Source: an optimization exercise on an open RTL-to-GDS flow (aim: small area, a short achievable clock period and few clock cycles). Production flows keep margins and buffers that such runs may drop.
In this exercise RTL edits were held to simulation tests only and were not proved equivalent to the original.

==> inputs of trial 73 <==
// plait_decoder
module plait_decoder (
    input  wire        clk,
    input  wire        rst,
    input  wire        start,
    input  wire [18:0] cfg_comp_length,
    input  wire [6:0]  cfg_line_count,
    input  wire [2:0]  cfg_code_width,
    input  wire [12:0] cfg_line_bytes,
    input  wire [31:0] cfg_block_number,
    output reg         idle,
    input  wire        in_valid,
    input  wire [7:0]  in_data,
    output reg         in_ready,
    output reg         out_valid,
    output reg  [7:0]  out_data,
    output reg         hist_rd_en,
    output reg  [12:0] hist_rd_addr,
    input  wire [7:0]  hist_rd_data,
    output reg         done,
    output wire [15:0] result
);
    localparam [2:0] C_HDR_INV = 3'd0,
                     C_HDR_MIS = 3'd1,
                     C_TOK_INV = 3'd2,
                     C_OVERRUN = 3'd3,
                     C_REF_INV = 3'd4,
                     C_TRUNC   = 3'd5,
                     C_LEN_MIS = 3'd6,
                     C_CRC_MIS = 3'd7;
    localparam [31:0] CRC_RESIDUE = 32'hB798B438;
    localparam [2:0] PH_IDLE = 3'd0,
                     PH_HDR  = 3'd1,
                     PH_HC1  = 3'd2,
                     PH_HC2  = 3'd3,
                     PH_RUN  = 3'd4,
                     PH_PRE  = 3'd5;
    localparam [3:0] P_IDLE  = 4'd0,
                     P_CTRL  = 4'd1,
                     P_DEC   = 4'd2,
  ...
Settings: LEC_CHECK=0, CAP_MARGIN=20, CORE_MARGIN=2, CORE_UTILIZATION=50, SLEW_MARGIN=20; clock period 8.5 ns.
standard.sh (not shown) runs the stock make flow with config.mk's settings and CLKGATE_MAP_FILE= SYNTH_SCRIPT=/design/flow/synth_recipe.tcl, a recipe that flattens the netlist after the stock synthesis.
==> flow/flow/run.sh <==
#!/bin/bash
set -euo pipefail
bash standard.sh synth > synth.log 2>&1
bash standard.sh SETUP_SLACK_MARGIN=5.5 finish > layout.log 2>&1
==> trial 3: changes against trial 73 <==
--- a/flow/design.v
+++ b/flow/design.v
@@ -124,10 +124,11 @@
     wire        rem_lt2 = (rcl[18:1] == 18'd0);
     wire [15:0] dd      = {op1, op0};
     wire        ref_bad = dneg || (dd == 16'd0) || (dd > 16'd8192)
                        || (!tsat && ({3'd0, tpos} < dd));
     wire [16:0] near_d  = {4'd0, rlb} - {{9{op0[7]}}, op0};
+    wire [12:0] m_sum   = {1'b0, trem[18:7]} + (trem[0] ? rlb : 13'd0);
     wire [17:0] tsum    = {5'd0, tpos} + {1'b0, p_n};
     wire start_ok  = (ph == PH_PRE) && (rcl >= 19'd21);
     wire start_bad = (ph == PH_PRE) && (rcl < 19'd21);
     wire hc2_inv = h_inv || (h_stored && rcl != trem);
     wire hc2_go  = (ph == PH_HC2) && !hc2_inv && !h_mis;
@@ -383,12 +384,11 @@
                             rlb[12:8] <= f0_d[4:0];
                         end
                         5'd10: begin
                             h_mis <= h_mis | (f0_d != {1'b0, rlc});
                             h_inv <= h_inv | (f0_d == 8'd0) | (f0_d > 8'd64);
-                            rlc   <= f0_d[6:0];
-                            trem  <= 19'd0;
+                            trem  <= {12'd0, f0_d[6:0]};
                             mcnt  <= 3'd7;
                         end
                         5'd11: begin
                             h_mis <= h_mis | (f0_d != {5'd0, rcw});
                             h_inv <= h_inv | !((f0_d == 8'd1) || (f0_d == 8'd2) || (f0_d == 8'd4));
@@ -403,12 +403,11 @@
                 if (!h_rdy && mcnt == 3'd0)
                     ph <= PH_HC1;
             end
             if (mcnt != 3'd0) begin
                 mcnt <= mcnt - 3'd1;
-                trem <= {trem[17:0], 1'b0} + (rlc[6] ? {6'd0, rlb} : 19'd0);
-                rlc  <= {rlc[5:0], rlc[6]};
+                trem <= {m_sum, trem[6:1]};
             end
             if (ph == PH_HC1) begin
                 h_inv <= h_inv | (rcl < 19'd21) | (rcl > 19'd266240) | (rlb == 13'd0)
                        | (rlb > 13'd4096) | (rlb > {rcw, 10'd0});
                 rcl   <= rcl - 19'd20;
Settings changed: CTS_CLUSTER_DIAMETER set to 80, CTS_CLUSTER_SIZE set to 20.
==> summary of the runs <==
Trial 3 went through all stages and came out clean. Trial 73 ran to the end with no violations.
Hold slack: trial 73 is lower than trial 3 (0.038 ns).
Utilization: trial 73 is higher than trial 3 (1.3 points).
In trial 3 the clock-buffer cell count is lower than in trial 73, by 14.
In trial 73 the die area is larger than in trial 3, by about 0.9%.
Testbench counts of trial 73, summed over its fixed seeds: cycles 893,690.
Testbench counts of trial 3, summed over its fixed seeds: cycles 893,690.

## what the ideal ports hide
Ports are ideal in the flow. The routed layouts listed here were re-timed in OpenROAD.
Step 1 (the two cells are an assumption about what drives the block):
set clk [get_ports {clk}]
set_driving_cell -lib_cell sky130_fd_sc_hd__clkbuf_16 $clk
set_driving_cell -lib_cell sky130_fd_sc_hd__buf_2 [delete_from_list [all_inputs] $clk]
Step 2 adds t to the input delays and takes it off the output delays; t is the mean of the earliest and latest rising clock arrival at the registers after step 1. Input paths then give back, and output paths get back, about the clock's delay inside the block.
a / b / c = ideal / step 1 / step 2; a / b = the first two.
| run | shift t [ns] | setup WS [ns] | worst setup path after step 2 | latest minus earliest clock arrival (ns) | pins driven straight from the clock port |
|---|---|---|---|---|---|
| trial 73 | 0.591 | 5.474 / 5.469 / 5.081 | input to register | 0.027 / 0.027 | 1 |
| trial 3 | 0.621 | 5.485 / 5.478 / 4.897 | input to register | 0.045 / 0.045 | 1 |
After both steps setup and hold are still met in every run listed. For trial 3, which loses most, drivers alone change the setup slack by -0.007 ns; drivers and shift together by -0.588 ns.
